Context: an optimization exercise on an open-source flow, tuned for small area. The choices shown serve that exercise and are no tape-out recipe. In this exercise RTL edits were held to simulation tests only and were not proved equivalent to the original. Power and IR drop assume default switching activity.

==> design.v <==
module irsar_dec8b10b (
    input  wire [9:0] code,
    input  wire       rd_in,       
    output reg        code_err,
    output reg        is_k285,
    output reg        is_k277,
    output reg        is_k237,
    output wire [7:0] data,        
    output wire       rd_out       
);
    wire [5:0] s6 = code[9:4];     
    wire [3:0] s4 = code[3:0];     
    reg [4:0] x;           
    reg       ok6_neg;     
    reg       ok6_pos;     
    reg       k28_pfx;     
    always @* begin
        x = 5'd0; ok6_neg = 1'b0; ok6_pos = 1'b0; k28_pfx = 1'b0;
        case (s6)
            6'b100111: begin x = 5'd0;  ok6_neg = 1'b1; end
            6'b011000: begin x = 5'd0;  ok6_pos = 1'b1; end
            6'b011101: begin x = 5'd1;  ok6_neg = 1'b1; end
            6'b100010: begin x = 5'd1;  ok6_pos = 1'b1; end
            6'b101101: begin x = 5'd2;  ok6_neg = 1'b1; end
            6'b010010: begin x = 5'd2;  ok6_pos = 1'b1; end
            6'b110001: begin x = 5'd3;  ok6_neg = 1'b1; ok6_pos = 1'b1; end
            6'b110101: begin x = 5'd4;  ok6_neg = 1'b1; end
            6'b001010: begin x = 5'd4;  ok6_pos = 1'b1; end
            6'b101001: begin x = 5'd5;  ok6_neg = 1'b1; ok6_pos = 1'b1; end
            6'b011001: begin x = 5'd6;  ok6_neg = 1'b1; ok6_pos = 1'b1; end
            6'b111000: begin x = 5'd7;  ok6_neg = 1'b1; end
            6'b000111: begin x = 5'd7;  ok6_pos = 1'b1; end
            6'b111001: begin x = 5'd8;  ok6_neg = 1'b1; end
            6'b000110: begin x = 5'd8;  ok6_pos = 1'b1; end
            6'b100101: begin x = 5'd9;  ok6_neg = 1'b1; ok6_pos = 1'b1; end
            6'b010101: begin x = 5'd10; ok6_neg = 1'b1; ok6_pos = 1'b1; end
            6'b110100: begin x = 5'd11; ok6_neg = 1'b1; ok6_pos = 1'b1; end
            6'b001101: begin x = 5'd12; ok6_neg = 1'b1; ok6_pos = 1'b1; end
            6'b101100: begin x = 5'd13; ok6_neg = 1'b1; ok6_pos = 1'b1; end
            6'b011100: begin x = 5'd14; ok6_neg = 1'b1; ok6_pos = 1'b1; end
            6'b010111: begin x = 5'd15; ok6_neg = 1'b1; end
            6'b101000: begin x = 5'd15; ok6_pos = 1'b1; end
            6'b011011: begin x = 5'd16; ok6_neg = 1'b1; end
            6'b100100: begin x = 5'd16; ok6_pos = 1'b1; end
            6'b100011: begin x = 5'd17; ok6_neg = 1'b1; ok6_pos = 1'b1; end
            6'b010011: begin x = 5'd18; ok6_neg = 1'b1; ok6_pos = 1'b1; end
            6'b110010: begin x = 5'd19; ok6_neg = 1'b1; ok6_pos = 1'b1; end
            6'b001011: begin x = 5'd20; ok6_neg = 1'b1; ok6_pos = 1'b1; end
            6'b101010: begin x = 5'd21; ok6_neg = 1'b1; ok6_pos = 1'b1; end
            6'b011010: begin x = 5'd22; ok6_neg = 1'b1; ok6_pos = 1'b1; end
            6'b111010: begin x = 5'd23; ok6_neg = 1'b1; end
            6'b000101: begin x = 5'd23; ok6_pos = 1'b1; end
            6'b110011: begin x = 5'd24; ok6_neg = 1'b1; end
            6'b001100: begin x = 5'd24; ok6_pos = 1'b1; end
            6'b100110: begin x = 5'd25; ok6_neg = 1'b1; ok6_pos = 1'b1; end
            6'b010110: begin x = 5'd26; ok6_neg = 1'b1; ok6_pos = 1'b1; end
            6'b110110: begin x = 5'd27; ok6_neg = 1'b1; end
            6'b001001: begin x = 5'd27; ok6_pos = 1'b1; end
            6'b001110: begin x = 5'd28; ok6_neg = 1'b1; ok6_pos = 1'b1; end
            6'b101110: begin x = 5'd29; ok6_neg = 1'b1; end
            6'b010001: begin x = 5'd29; ok6_pos = 1'b1; end
            6'b011110: begin x = 5'd30; ok6_neg = 1'b1; end
            6'b100001: begin x = 5'd30; ok6_pos = 1'b1; end
            6'b101011: begin x = 5'd31; ok6_neg = 1'b1; end
            6'b010100: begin x = 5'd31; ok6_pos = 1'b1; end
            6'b001111: begin x = 5'd28; ok6_neg = 1'b1; k28_pfx = 1'b1; end
            6'b110000: begin x = 5'd28; ok6_pos = 1'b1; k28_pfx = 1'b1; end
            default:   ;
        endcase
    end
    wire [2:0] ones6 = {2'b00, s6[0]} + {2'b00, s6[1]} + {2'b00, s6[2]} +
                       {2'b00, s6[3]} + {2'b00, s6[4]} + {2'b00, s6[5]};
    wire [2:0] ones4 = {2'b00, s4[0]} + {2'b00, s4[1]} + {2'b00, s4[2]} + {2'b00, s4[3]};
    wire rd6 = (ones6 > 3'd3)      ? 1'b1 :
               (ones6 < 3'd3)      ? 1'b0 :
               (s6 == 6'b000111)   ? 1'b1 :
               (s6 == 6'b111000)   ? 1'b0 : rd_in;
    assign rd_out = (ones4 > 3'd2)     ? 1'b1 :
                    (ones4 < 3'd2)     ? 1'b0 :
                    (s4 == 4'b0011)    ? 1'b1 :
                    (s4 == 4'b1100)    ? 1'b0 : rd6;
    reg [2:0] y;           
    reg       ok4;         
    reg       alt7;        
    always @* begin
        y = 3'd0; ok4 = 1'b0; alt7 = 1'b0;
        if (!rd6) begin
            case (s4)
                4'b1011: begin y = 3'd0; ok4 = 1'b1; end
                4'b1001: begin y = 3'd1; ok4 = 1'b1; end
                4'b0101: begin y = 3'd2; ok4 = 1'b1; end
                4'b1100: begin y = 3'd3; ok4 = 1'b1; end
                4'b1101: begin y = 3'd4; ok4 = 1'b1; end
                4'b1010: begin y = 3'd5; ok4 = 1'b1; end
                4'b0110: begin y = 3'd6; ok4 = 1'b1; end
                4'b1110: begin y = 3'd7; ok4 = 1'b1; end
                4'b0111: begin y = 3'd7; ok4 = 1'b1; alt7 = 1'b1; end
                default: ;
            endcase
        end else begin
            case (s4)
                4'b0100: begin y = 3'd0; ok4 = 1'b1; end
                4'b1001: begin y = 3'd1; ok4 = 1'b1; end
                4'b0101: begin y = 3'd2; ok4 = 1'b1; end
                4'b0011: begin y = 3'd3; ok4 = 1'b1; end
                4'b0010: begin y = 3'd4; ok4 = 1'b1; end
                4'b1010: begin y = 3'd5; ok4 = 1'b1; end
                4'b0110: begin y = 3'd6; ok4 = 1'b1; end
                4'b0001: begin y = 3'd7; ok4 = 1'b1; end
                4'b1000: begin y = 3'd7; ok4 = 1'b1; alt7 = 1'b1; end
                default: ;
            endcase
        end
    end
    wire needs_alt = rd6 ? (x == 5'd11 || x == 5'd13 || x == 5'd14)
                         : (x == 5'd17 || x == 5'd18 || x == 5'd20);
    wire ok6 = rd_in ? ok6_pos : ok6_neg;
    always @* begin
        is_k285 = 1'b0; is_k277 = 1'b0; is_k237 = 1'b0; code_err = 1'b0;
        if (!ok6 || !ok4) begin
            code_err = 1'b1;
        end else if (k28_pfx) begin
            if ((rd6 && s4 == 4'b1010) || (!rd6 && s4 == 4'b0101))
                is_k285 = 1'b1;
            else
                code_err = 1'b1;
        end else if (y == 3'd7 && alt7 && !needs_alt) begin
            if (x == 5'd27)      is_k277 = 1'b1;
            else if (x == 5'd23) is_k237 = 1'b1;
            else                 code_err = 1'b1;
        end else if (y == 3'd7 && !alt7 && needs_alt) begin
            code_err = 1'b1;
        end
    end
    assign data = {y, x};
endmodule
module irsar_link_rx (
    input  wire        clk,
    input  wire        rst,           
    input  wire        sym_valid,
    input  wire [9:0]  sym,           
    output reg         pay_valid,
    output reg  [7:0]  pay_data,
    output reg  [6:0]  pay_index,
    output reg         hdr_valid,
    output reg  [7:0]  hdr_opc,
    output reg  [7:0]  hdr_hop,
    output reg  [2:0]  hdr_tag,
    output reg         hdr_rsp,
    output reg         hdr_late,
    output reg         hdr_lin,
    output reg  [6:0]  hdr_len,
    output reg         frm_done,
    output reg         frm_ok,
    output reg  [2:0]  frm_err,
    output reg  [15:0] frm_crc,
    output wire        in_frame,
    output reg         rd_pos,
    output reg  [15:0] cnt_ok,
    output reg  [15:0] cnt_rej,
    output reg  [15:0] cnt_cerr
);
    localparam [2:0] ERR_NONE = 3'd0,
                     ERR_CODE = 3'd1,
                     ERR_LEN  = 3'd2,
                     ERR_K    = 3'd3,
                     ERR_CRC  = 3'd4,
                     ERR_SOF  = 3'd5;
    localparam [2:0] S_HUNT  = 3'd0,    
                     S_ARMED = 3'd1,    
                     S_HDR   = 3'd2,
                     S_PAY   = 3'd3,
                     S_CRC1  = 3'd4,
                     S_CRC2  = 3'd5;
    localparam [15:0] CRC_POLY = 16'hBAAD;
    localparam [6:0]  MAX_LEN  = 7'd96;
    wire       c_err, c_k285, c_k277, c_k237, rd_next;
    wire [7:0] c_data;
    irsar_dec8b10b u_dec (
        .code     (sym),
        .rd_in    (rd_pos),
        .code_err (c_err),
        .is_k285  (c_k285),
        .is_k277  (c_k277),
        .is_k237  (c_k237),
        .data     (c_data),
        .rd_out   (rd_next)
    );
    wire c_k = c_k285 | c_k277 | c_k237;
    reg [2:0]  state;
    reg [1:0]  hdr_cnt;
    reg [6:0]  pay_cnt;
    reg [6:0]  len_q;
    reg [15:0] crc;
    reg [7:0]  crc_hi;
    reg [7:0]  hdr0, hdr1, hdr2;
    assign in_frame = (state == S_HDR) || (state == S_PAY) ||
                      (state == S_CRC1) || (state == S_CRC2);
    reg [15:0] crc_next;
    integer i;
    always @* begin
        crc_next = crc ^ {c_data, 8'h00};
        for (i = 0; i < 8; i = i + 1)
            crc_next = crc_next[15] ? ((crc_next << 1) ^ CRC_POLY) : (crc_next << 1);
    end
    wire [15:0] crc_rx = {crc_hi, c_data};
    always @(posedge clk) begin
        if (rst) begin
            state     <= S_HUNT;
            rd_pos    <= 1'b0;
            hdr_cnt   <= 2'd0;
            pay_cnt   <= 7'd0;
            len_q     <= 7'd0;
            crc       <= 16'hFFFF;
            crc_hi    <= 8'h00;
            hdr0      <= 8'h00;
            hdr1      <= 8'h00;
            hdr2      <= 8'h00;
            pay_valid <= 1'b0;
            pay_data  <= 8'h00;
            pay_index <= 7'd0;
            hdr_valid <= 1'b0;
            hdr_opc   <= 8'h00;
            hdr_hop   <= 8'h00;
            hdr_tag   <= 3'd0;
            hdr_rsp   <= 1'b0;
            hdr_late  <= 1'b0;
            hdr_lin   <= 1'b0;
            hdr_len   <= 7'd0;
            frm_done  <= 1'b0;
            frm_ok    <= 1'b0;
            frm_err   <= ERR_NONE;
            frm_crc   <= 16'h0000;
            cnt_ok    <= 16'h0000;
            cnt_rej   <= 16'h0000;
            cnt_cerr  <= 16'h0000;
        end else begin
            pay_valid <= 1'b0;
            hdr_valid <= 1'b0;
            frm_done  <= 1'b0;
            if (sym_valid) begin
                rd_pos <= rd_next;
                if (c_err && cnt_cerr != 16'hFFFF)
                    cnt_cerr <= cnt_cerr + 16'd1;
                case (state)
                    S_HUNT, S_ARMED: begin
                        if (c_k285) begin
                            state <= S_ARMED;
                        end else if (c_k277) begin
                            if (state == S_ARMED) begin
                                state   <= S_HDR;
                                hdr_cnt <= 2'd0;
                                crc     <= 16'hFFFF;
                            end else begin
                                state    <= S_HUNT;
                                frm_done <= 1'b1;
                                frm_ok   <= 1'b0;
                                frm_err  <= ERR_SOF;
                                if (cnt_rej != 16'hFFFF) cnt_rej <= cnt_rej + 16'd1;
                            end
                        end else if (c_k237) begin
                            state <= state;    
                        end else begin
                            state <= S_HUNT;   
                        end
                    end
                    default: begin             
                        if (c_err || c_k) begin
                            state    <= c_k285 ? S_ARMED : S_HUNT;
                            frm_done <= 1'b1;
                            frm_ok   <= 1'b0;
                            frm_err  <= c_err ? ERR_CODE : ERR_K;
                            if (cnt_rej != 16'hFFFF) cnt_rej <= cnt_rej + 16'd1;
                        end else begin
                            case (state)
                                S_HDR: begin
                                    crc     <= crc_next;
                                    hdr_cnt <= hdr_cnt + 2'd1;
                                    case (hdr_cnt)
                                        2'd0: hdr0 <= c_data;
                                        2'd1: hdr1 <= c_data;
                                        2'd2: hdr2 <= c_data;
                                        default: begin
                                            if (c_data > {1'b0, MAX_LEN}) begin
                                                state    <= S_HUNT;
                                                frm_done <= 1'b1;
                                                frm_ok   <= 1'b0;
                                                frm_err  <= ERR_LEN;
                                                if (cnt_rej != 16'hFFFF) cnt_rej <= cnt_rej + 16'd1;
                                            end else begin
                                                len_q     <= c_data[6:0];
                                                pay_cnt   <= 7'd0;
                                                state     <= (c_data == 8'd0) ? S_CRC1 : S_PAY;
                                                hdr_valid <= 1'b1;
                                                hdr_opc   <= hdr0;
                                                hdr_hop   <= hdr1;
                                                hdr_tag   <= hdr2[7:5];
                                                hdr_rsp   <= hdr2[4];
                                                hdr_late  <= hdr2[3];
                                                hdr_lin   <= hdr2[2];
                                                hdr_len   <= c_data[6:0];
                                            end
                                        end
                                    endcase
                                end
                                S_PAY: begin
                                    crc       <= crc_next;
                                    pay_valid <= 1'b1;
                                    pay_data  <= c_data;
                                    pay_index <= pay_cnt;
                                    pay_cnt   <= pay_cnt + 7'd1;
                                    if (pay_cnt + 7'd1 == len_q)
                                        state <= S_CRC1;
                                end
                                S_CRC1: begin
                                    crc_hi <= c_data;
                                    state  <= S_CRC2;
                                end
                                default: begin     
                                    state    <= S_HUNT;
                                    frm_done <= 1'b1;
                                    frm_crc  <= crc_rx;
                                    if (crc_rx == crc) begin
                                        frm_ok  <= 1'b1;
                                        frm_err <= ERR_NONE;
                                        if (cnt_ok != 16'hFFFF) cnt_ok <= cnt_ok + 16'd1;
                                    end else begin
                                        frm_ok  <= 1'b0;
                                        frm_err <= ERR_CRC;
                                        if (cnt_rej != 16'hFFFF) cnt_rej <= cnt_rej + 16'd1;
                                    end
                                end
                            endcase
                        end
                    end
                endcase
            end
        end
    end
endmodule
==> run.sh <==
#!/bin/bash
# synth_recipe.tcl (not shown) runs the flow's synth.tcl, then flattens the netlist and writes it again
# the make line also repeats each setting of config.mk as NAME=value (left out here)
make -C /OpenROAD-flow-scripts/flow DESIGN_CONFIG=/design/flow/config.mk WORK_HOME=/design/flow/orfs CLKGATE_MAP_FILE= SYNTH_SCRIPT=/design/flow/synth_recipe.tcl finish
==> config.mk <==
export PLATFORM = sky130hd
export DESIGN_NAME = irsar_link_rx
export DESIGN_NICKNAME = irsar_link_rx
export VERILOG_FILES = /design/flow/design.v
export SDC_FILE = /design/flow/constraint.sdc
export NUM_CORES = 4
export LEC_CHECK = 0
export CAP_MARGIN = 20
export CORE_MARGIN = 2
export CORE_UTILIZATION = 40
export SLEW_MARGIN = 20
==> constraint.sdc <==
create_clock -name core_clock -period 8.0 [get_ports {clk}]
set_input_delay 1.6000 -clock core_clock [delete_from_list [all_inputs] [get_ports {clk}]]
set_output_delay 1.6000 -clock core_clock [all_outputs]
set_load 0.01 [all_outputs]
==> results.json <==
{
  "layout_commonest_cell": "dfxtp_1",
  "drc": 0,
  "die_area_sq_um": 25000,
  "grt_remaining_overflow": 0,
  "cts_tree": "built",
  "p_per_area_nw_per_um2": 175,
  "period_share_pct": 88.8,
  "path_cells": "clkdlybuf4s50_1 > inv_1 > ha_1 > inv_1 > fa_1 > fa_1 > inv_1 > fa_1 > nand2b_1 > a21oi_1 > a21oi_2 > mux2i_1 > or3_1 > nor4_2 > o211ai_1 > or2_0 > nor4_4 > a311oi_1 > a41o_1",
  "setup_violations": 0,
  "min_period_ns": 7.10,
  "ios": 130,
  "layoutNonFillerInstCount": 1568,
  "finalNetCount": 1278,
  "slowest_delay_ns": 0.58,
  "rsz0062_at_grt": "no",
  "wl_per_cell_um": 16.0,
  "critPathTopFamily": "simple AND/OR/NAND/NOR gates",
  "timing.clock.skew_ns": 0.0105,
  "drive_gt1_share_pct": 7.37,
  "diodes": 0,
  "ctsLongestPathBuffers": 2,
  "die_y_um": 158,
  "place_inst": 1536,
  "relSlewSlack_pct": 29.5,
  "cts.clk_slew.worst_paths_ns": 0.07,
  "clockRootBuffer": "clkbuf_16",
  "crit_buf_inv": 4,
  "cp.required_ns": 8.32,
  "yosysWarnings": 2,
  "clkLatencyLatePin_ns": 0.43,
  "fillers": 2330,
  "ys_seq_elements": 174,
  "fmax_mhz": 141,
  "final_util_pct": 49.5,
  "min_path_type": "reg2reg",
  "grt_start_max_net_pins": 108,
  "cpMaxStageDelayCell": "clkdlybuf4s50_1",
  "ys_types": 91,
  "track_usage_pct": 20.4,
  "layout_common_cells": "dfxtp_1 (174), nand2_1 (150), clkdlybuf4s50_1 (128), nor2_1 (115), a21oi_1 (97)",
  "synth_edf_count": 0,
  "cts_resized": 0,
  "critPathKind": "in2reg",
  "hold_violations": 0,
  "cts_hold_buf": 0,
  "arrival_ns": 7.42,
  "power.total_mw": 2.03,
  "synth_area_sq_um": 9510,
  "numClockSinks": 174,
  "die_w_um": 158,
  "path_max_fanout": 11,
  "ys_seq_area_share_pct": 36.6,
  "grt_pass1_vias": 7648,
  "post_cts_buffers": 0,
  "area_delta_synth_final_pct": 21.8,
  "rows": 56,
  "slew_violations": 0,
  "async_flop_share_pct": 0,
  "gp_congestion": 0.896,
  "syn_nets": 1175,
  "holdWs_ns": 0.453,
  "core_sq_um": 23400,
  "avgSynthCellArea_sq_um": 8.39,
  "antenna_found_initial": 0,
  "vias_per_cell": 5.29,
  "p_leak_nw": 4.28,
  "ctsHtreeMaxLevel": 4,
  "maxCapViolCount": 0,
  "hpwl_um": 17900,
  "cp-end-kind": "register",
  "cp-start-kind": "input pin",
  "vias": 8300,
  "netlist_instances": 1134,
  "status": "no timing/DRC/antenna violations",
  "initialDrtViolationCount": 551,
  "portBuffers": 129,
  "cts_buffers": 17,
  "ys.flop_type": "dfxtp_1",
  "start_util_pct": 40.7,
  "grt_pass1_wl_um": 40800,
  "routed_wl_um": 25200,
  "ir_drop_v": 0.000132,
  "tightest_slew_ns": 1.06,
  "drt_first_pass_iters": 5,
  "tns_ns": 0,
  "postRouteAntennaNets": 0
}
==> state kept, by name, indices dropped and copies added, names as in the netlist, 8 cells and up <==
signal,count
cnt_cerr,16
cnt_ok,16
cnt_rej,16
crc,16
frm_crc,16
crc_hi,8
hdr0,8
hdr1,8
hdr_hop,8
hdr_opc,8
pay_data,8
==> routing by layer <==
metal,GRT usage [%],vias up,routed length (um)
li1,-,4161,-
met1,28.5,3927,12200
met2,32.9,199,11600
met3,3.28,13,1080
met4,4.93,0,216
met5,0,-,0
==> worst min-delay path: cells and delay by family, from the launching register on <==
family             cells  cell delay, ns
DFF                    1            0.31
AOI/OAI and AO/OA      1            0.05
and+or+nand+nor        1            0.05
==> final cells by class <==
cell class,count,area [sq um],share of cell area (%)
Clock buffer,20,447,3.86
Clock inverter,11,129,1.11
Sequential cell,174,3480,30.1
Multi-Input combinational cell,862,5570,48.1
Timing Repair Buffer,144,1410,12.2
Tap cell,319,399,3.45
Inverter,38,143,1.23
==> final timing paths <==
check / start / end / slack, ns / cells after the start
setup / recovery: sym[4] / cnt_rej[15] / 0.90 / 19
hold reg to reg: hdr1[3] / hdr_hop[3] / 0.45 / 2
setup reg to reg: rd_pos / cnt_rej[15] / 4.12 / 11
hold / removal: hdr1[3] / hdr_hop[3] / 0.45 / 2
==> Yosys cell counts, drive strengths merged, types with 12 or more instances <==
cell type	number	area (sq um)
mux2i	53	531
o21ai	35	183
nand3	41	215
buf	25	178
or3	12	75.1
dfxtp	174	3480
xor2	36	315
nand2	150	563
nor3	30	190
nand2b	16	100
nor2	117	449
inv	37	139
and3	18	113
ha	24	300
xnor2	59	517
clkbuf	33	129
o22a	17	149
a21oi	100	519
==> logic make-up (layout without fill, tap and decap cells) <==
kind of cell / count (synthesis) / in the layout / synth area share [%]
DFF: 174 / 174 / 36.6
buffers and inverters: 98 / 213 / 4.91
and+or+nand+nor: 452 / 452 / 23.6
AOI/OAI and AO/OA: 229 / 229 / 16.0
adders and majority gates: 29 / 29 / 4.12
muxes: 57 / 57 / 6.05
xor gates and xnor gates: 95 / 95 / 8.75
==> where the power goes <==
group	leakage (nW)	internal (mW)	switching, mW
clock	0.279	0.448	0.376
combinational	2.60	0.130	0.204
sequential	1.40	0.870	0.00448
==> stage by stage <==
step,setup slack [ns],cell area [sq um]
2_1_floorplan,2.03,9510
3_3_place_gp,0.701,11000
3_5_place_dp,0.527,11000
4_1_cts,0.979,11600
5_1_grt,0.454,11600
6_report,0.899,11600

[port drivers added, routing unchanged]
The flow's constraints put no driver on any port. The routed layout listed below was extracted and timed again, unchanged, in two steps.
Step 1 assumes that a clkbuf_16 drives the clock port and a buf_2 every other input.
Step 2 adds t to the input delays and takes it off the output delays; t is the mean of the earliest and latest rising clock arrival at the registers after step 1. Input paths then give back, and output paths get back, about the clock's delay inside the block.
Slacks: ideal ports / drivers / drivers and shift; pairs: ideal ports / drivers.
t, ns: 0.471
setup slack, ns: 0.899 / 0.913 / 0.442
latest minus earliest clock arrival (ns): 0.012 / 0.012
After both steps this run still meets setup and hold. For this run, drivers alone change the setup slack by +0.014 ns; drivers and shift together by -0.457 ns.
